Background: an optimization exercise with open tools, aiming at small area, a short achievable clock period and few clock cycles per item. Do not read the settings as production practice.
In this exercise RTL edits were held to simulation tests only and were not proved equivalent to the original.

### flow/config.mk
export PLATFORM = sky130hd
export DESIGN_NAME = flow_hash
export DESIGN_NICKNAME = flow_hash
export VERILOG_FILES = /design/flow/design.v
export SDC_FILE = /design/flow/constraint.sdc
export NUM_CORES = 4
export LEC_CHECK = 0
export CAP_MARGIN = 20
export CORE_MARGIN = 2
export CORE_UTILIZATION = 40
export SLEW_MARGIN = 20
### flow/constraint.sdc
create_clock -name core_clock -period 8.0 [get_ports {clk}]
set_input_delay 1.6000 -clock core_clock [delete_from_list [all_inputs] [get_ports {clk}]]
set_output_delay 1.6000 -clock core_clock [all_outputs]
set_load 0.01 [all_outputs]
### flow/design.v
module flow_hash (
    input  wire         clk,
    input  wire         rst,         
    input  wire         in_valid,
    output wire         in_ready,
    input  wire [1:0]   in_op,       
    input  wire [3:0]   in_len,      
    input  wire         in_frag,     
    input  wire [31:0]  in_seed,
    input  wire [511:0] in_words,    
    output wire         out_valid,
    input  wire         out_ready,
    output wire [31:0]  out_hash
);
    localparam [1:0] OP_HASH = 2'd0;
    localparam [1:0] OP_HSY4 = 2'd1;
    localparam [1:0] OP_HSY6 = 2'd2;
    localparam [1:0] S_IDLE = 2'd0;
    localparam [1:0] S_MIX  = 2'd1;
    localparam [1:0] S_MUL  = 2'd2;
    localparam [1:0] S_OUT  = 2'd3;
    localparam [31:0] GOLDEN = 32'h9e3779b1;
    wire [31:0] w [0:15];
    genvar gi;
    generate
        for (gi = 0; gi < 16; gi = gi + 1) begin : g_words
            assign w[gi] = in_words[32*gi +: 32];
        end
    endgenerate
    wire [15:0] sp4 = in_frag ? 16'd0 : w[2][31:16];
    wire [15:0] dp4 = in_frag ? 16'd0 : w[2][15:0];
    wire        keep4 = (w[0] < w[1]) || ((w[0] == w[1]) && (sp4 <= dp4));
    wire [31:0] pr4 = {w[3][7:0], 24'd0};
    wire [127:0] sa6 = {w[0], w[1], w[2], w[3]};
    wire [127:0] da6 = {w[4], w[5], w[6], w[7]};
    wire [15:0]  sp6 = in_frag ? 16'd0 : w[8][31:16];
    wire [15:0]  dp6 = in_frag ? 16'd0 : w[8][15:0];
    wire         keep6 = (sa6 < da6) || ((sa6 == da6) && (sp6 <= dp6));
    wire [31:0]  pr6 = {w[9][7:0], 24'd0};
    reg [1:0]  state;
    reg [31:0] key [0:15];
    reg [3:0]  last;      
    reg [3:0]  idx;       
    reg [31:0] h;
    reg [31:0] result;
    assign in_ready  = (state == S_IDLE);
    assign out_valid = (state == S_OUT);
    assign out_hash  = result;
    wire        accept  = in_valid && in_ready;
    wire [63:0] product = h * GOLDEN;
    wire [31:0] prod32  = product[31:0];
    integer i;
    always @(posedge clk) begin
        if (rst) begin
            state <= S_IDLE;
            idx   <= 4'd0;
        end else begin
            case (state)
                S_IDLE: begin
                    if (accept) begin
                        h     <= in_seed;
                        idx   <= 4'd0;
                        state <= S_MIX;
                        case (in_op)
                            OP_HSY4: begin
                                last   <= 4'd3;
                                key[0] <= keep4 ? w[0] : w[1];
                                key[1] <= keep4 ? w[1] : w[0];
                                key[2] <= keep4 ? {sp4, dp4} : {dp4, sp4};
                                key[3] <= pr4;
                            end
                            OP_HSY6: begin
                                last <= 4'd9;
                                for (i = 0; i < 4; i = i + 1) begin
                                    key[i]     <= keep6 ? w[i]     : w[i + 4];
                                    key[i + 4] <= keep6 ? w[i + 4] : w[i];
                                end
                                key[8] <= keep6 ? {sp6, dp6} : {dp6, sp6};
                                key[9] <= pr6;
                            end
                            default: begin
                                last <= in_len;
                                for (i = 0; i < 16; i = i + 1)
                                    key[i] <= w[i];
                            end
                        endcase
                    end
                end
                S_MIX: begin
                    h   <= {h[26:0], h[31:27]} ^ key[idx];
                    idx <= idx + 4'd1;
                    if (idx == last)
                        state <= S_MUL;
                end
                S_MUL: begin
                    result <= prod32 ^ (prod32 >> 15);
                    state  <= S_OUT;
                end
                S_OUT: begin
                    if (out_ready)
                        state <= S_IDLE;
                end
            endcase
        end
    end
endmodule
### flow/run.sh
#!/bin/bash
# synth_recipe.tcl (not shown) runs the flow's synth.tcl, then flattens the netlist and writes it again
# the make line also repeats each setting of config.mk as NAME=value (left out here)
make -C /OpenROAD-flow-scripts/flow DESIGN_CONFIG=/design/flow/config.mk WORK_HOME=/design/flow/orfs CLKGATE_MAP_FILE= SYNTH_SCRIPT=/design/flow/synth_recipe.tcl finish
==> impl_metrics.toml <==
[status]
outcome = "timing/DRC/antenna clean"

[clock_network]
cts_root_buf = "clkbuf_16"
cts_hold_buf = 0
cts_resized = 0
clk_pin_slew_ns = 0.06
cts_tree = "built"
clockBufferDepth = 3
cts_htree_levels = 3
clock_latency_ns = 0.66
cts_made_buffers = 71
cts_num_sinks = 586
post_cts_buffers = 0

[timing]
skew_ns = 0.0366
fin_ws_ns = 0.646
post-route-period-util_pct = 91.9
slew_violations = 0
setup_viol = 0
rsz0062_at_grt = "no"
timing.max_slew.rel_slack_pct = 22.8
fin_setup_tns_ns = 0
min_period_ns = 7.35
worst_pin_slew_ns = 1.16
fmax_mhz = 136
hold_viol = 0

[synthesis]
ys_seq_elements = 586
synth_top_area_cell = "edfxtp_1"
synth.avg_cell_area_um2 = 11.0
synth_top_area_share_pct = 41.4
yosysMostFrequentCell = "inv_1"
syn_nets = 4957
netlist-cell-type-count = 70
syn_inst = 3809
syn_area_um2 = 42100
async_flop_share_pct = 0
yosysSeqAreaShare_pct = 41.7
synthFlopType = "edfxtp_1"
synth_edf_count = 580
yosysWarnings = 2
yosys-top-cells-count = "inv_1, edfxtp_1, ha_1, fa_1, a21oi_1"
synth_area_leaders = "edfxtp_1, ha_1, fa_1"

[worst_setup_path]
r2r_end = "result[10]"
required_ns = 8.36
critical_path_class = "register to register"
rrSetupSlack_ns = 0.65
worst_setup_path_end_kind = "register"
cp_max_fo = 9
start_kind = "register"
ff2ff_path_depth = 24
arrival_ns = 7.71
r2r-start = "h[3]"

[placement]
place_ws_ns = 0.685
place.gp.congestion = 0.975
dp_hpwl_mm = 148
io_buffers = 588

[detailed_routing]
ant_nets = 0
via_per_inst = 5.98
drc_errors = 0
routedWlPerCell_um = 32.7
totalWireLength_mm = 189
vias = 34616
drt_iter0_markers = 4322
drt_first_pass_iters = 6

[worst_hold_path]
min-delay-start = "state[1]"
min_path_type = "register to register"
holdPathStages = 2
whs_endpoint = "state[1]"

[run]
maxCapViolations = 0

[global_route]
grt_start_max_net_pins = 138
grt_overflow_total = 0
grt_pass1_wl_mm = 260
antenna_found_initial = 28
grtUsageTotal_pct = 34.6
grt_pass1_vias = 33985

[final_layout]
nets = 5484
syn2layout_area_growth_pct = 23.6
drive_gt1_share_pct = 6.44

[floorplanning]
fp.dieW_um = 328
io_pins = 589
dieArea_um2 = 108000
core_um2 = 104000
initial_core_util_pct = 40.5
die_h_um = 328
rows = 118
==> per-stage QoR <==
step / util (%) / instances / hold slack (ns) / cell area (um2)
6_report: 50.0 / 5788 / 0.566 / 52000
5_1_grt: 50.0 / 5783 / 0.599 / 52000
4_1_cts: 50.0 / 5772 / 0.565 / 51900
3_5_place_dp: 47.7 / 5643 / 0.552 / 49600
3_3_place_gp: 47.7 / 5643 / 0.538 / 49600
2_1_floorplan: - / 3809 / 0.510 / 42100
==> cells by family (layout without fill, tap and decap cells) <==
group	count (synthesis)	after routing	synth area share, %
XOR/XNOR	114	114	2.37
buffers and inverters	814	1397	7.46
adder cells (fa/ha/maj)	593	593	21.3
multiplexers	138	138	3.50
other	0	16	0
AND/OR/NAND/NOR	619	619	7.78
AO/OA/AOI/OAI	945	945	15.9
flip-flops	586	586	41.7
==> worst max-delay path by stage <==
stage / cells after the start / to / from
after floorplan: 26 / result[15] / h[5]
after global placement: 24 / result[10] / h[3]
after detailed placement: 24 / result[10] / h[3]
after CTS: 24 / result[10] / h[3]
after global routing: 24 / result[10] / h[3]
final: 24 / result[10] / h[3]
==> worst max-delay path, stage by stage, from the launching register on <==
cell	delay, ns
edfxtp_1	0.66
inv_1	0.26
fa_1	0.55
inv_1	0.07
fa_1	0.44
fa_1	0.54
inv_1	0.05
fa_1	0.53
inv_1	0.05
fa_1	0.45
ha_1	0.33
fa_1	0.54
inv_1	0.05
fa_1	0.52
inv_1	0.04
ha_1	0.36
a21oi_1	0.14
o21ai_0	0.09
a21oi_1	0.12
nand2_1	0.18
a31oi_1	0.40
o21ai_0	0.19
a21oi_1	0.20
xnor2_1	0.18
xnor2_1	0.10
==> metal layers <==
metal,track usage [%],share of wire [%],vias up
li1,-,-,14984
met1,44.2,39,17166
met2,55.5,46,2079
met3,6.49,9.0,379
met4,18.9,6.4,8
met5,0,0.030,-
==> cell type report <==
cell class	instances	area (um2)
Antenna cell	16	40.0
Clock buffer	91	1920
Clock inverter	38	429
Fill cell	9484	52000
Inverter	601	2260
Multi-Input combinational cell	2409	21500
Sequential cell	586	17500
Tap cell	1380	1730
Timing Repair Buffer	667	6560
==> flip-flops by register name (all words and copies together), names as in the netlist <==
signal and cells:
h 32, idx 4, key 512, last 4, result 32, state 2
==> placed cells by master (no fill, tap or decap), types with 68 or more instances in the layout <==
| master | count |
|---|---|
| fa_1 | 204 |
| nor2_1 | 116 |
| o21ai_0 | 143 |
| ha_1 | 387 |
| edfxtp_1 | 580 |
| clkdlybuf4s50_1 | 587 |
| nand2b_1 | 90 |
| buf_4 | 72 |
| nand2_1 | 120 |
| mux2_2 | 68 |
| xnor2_1 | 74 |
| clkbuf_16 | 74 |
| a22oi_1 | 171 |
| inv_1 | 600 |
| a21oi_1 | 172 |
Testbench counts, summed over its fixed seeds: cycles 76,675, items 9,600.

## what the ideal ports hide
How much do the figures lean on ideal ports? The routed layout below was timed once more, with nothing changed but the port constraints. Step 1 assumes that a clkbuf_16 drives the clock port and a buf_2 every other input. Step 2, shift: input delay + t, output delay - t, t = (earliest + latest rising clock arrival at the registers) / 2. This alone moves slack from input paths to output paths. Slacks: ideal ports / drivers / drivers and shift; pairs: ideal ports / drivers.
shift t [ns]: 0.719
setup slack, ns: 0.646 / 0.646 / 0.646
hold WS [ns]: 0.566 / 0.566 / 0.566
worst slew at a driven data input, ns: 0.15
After both steps setup and hold are still met in this run. The setup slack of this run moves by 0.000 ns with the drivers and by 0.000 ns with both steps.
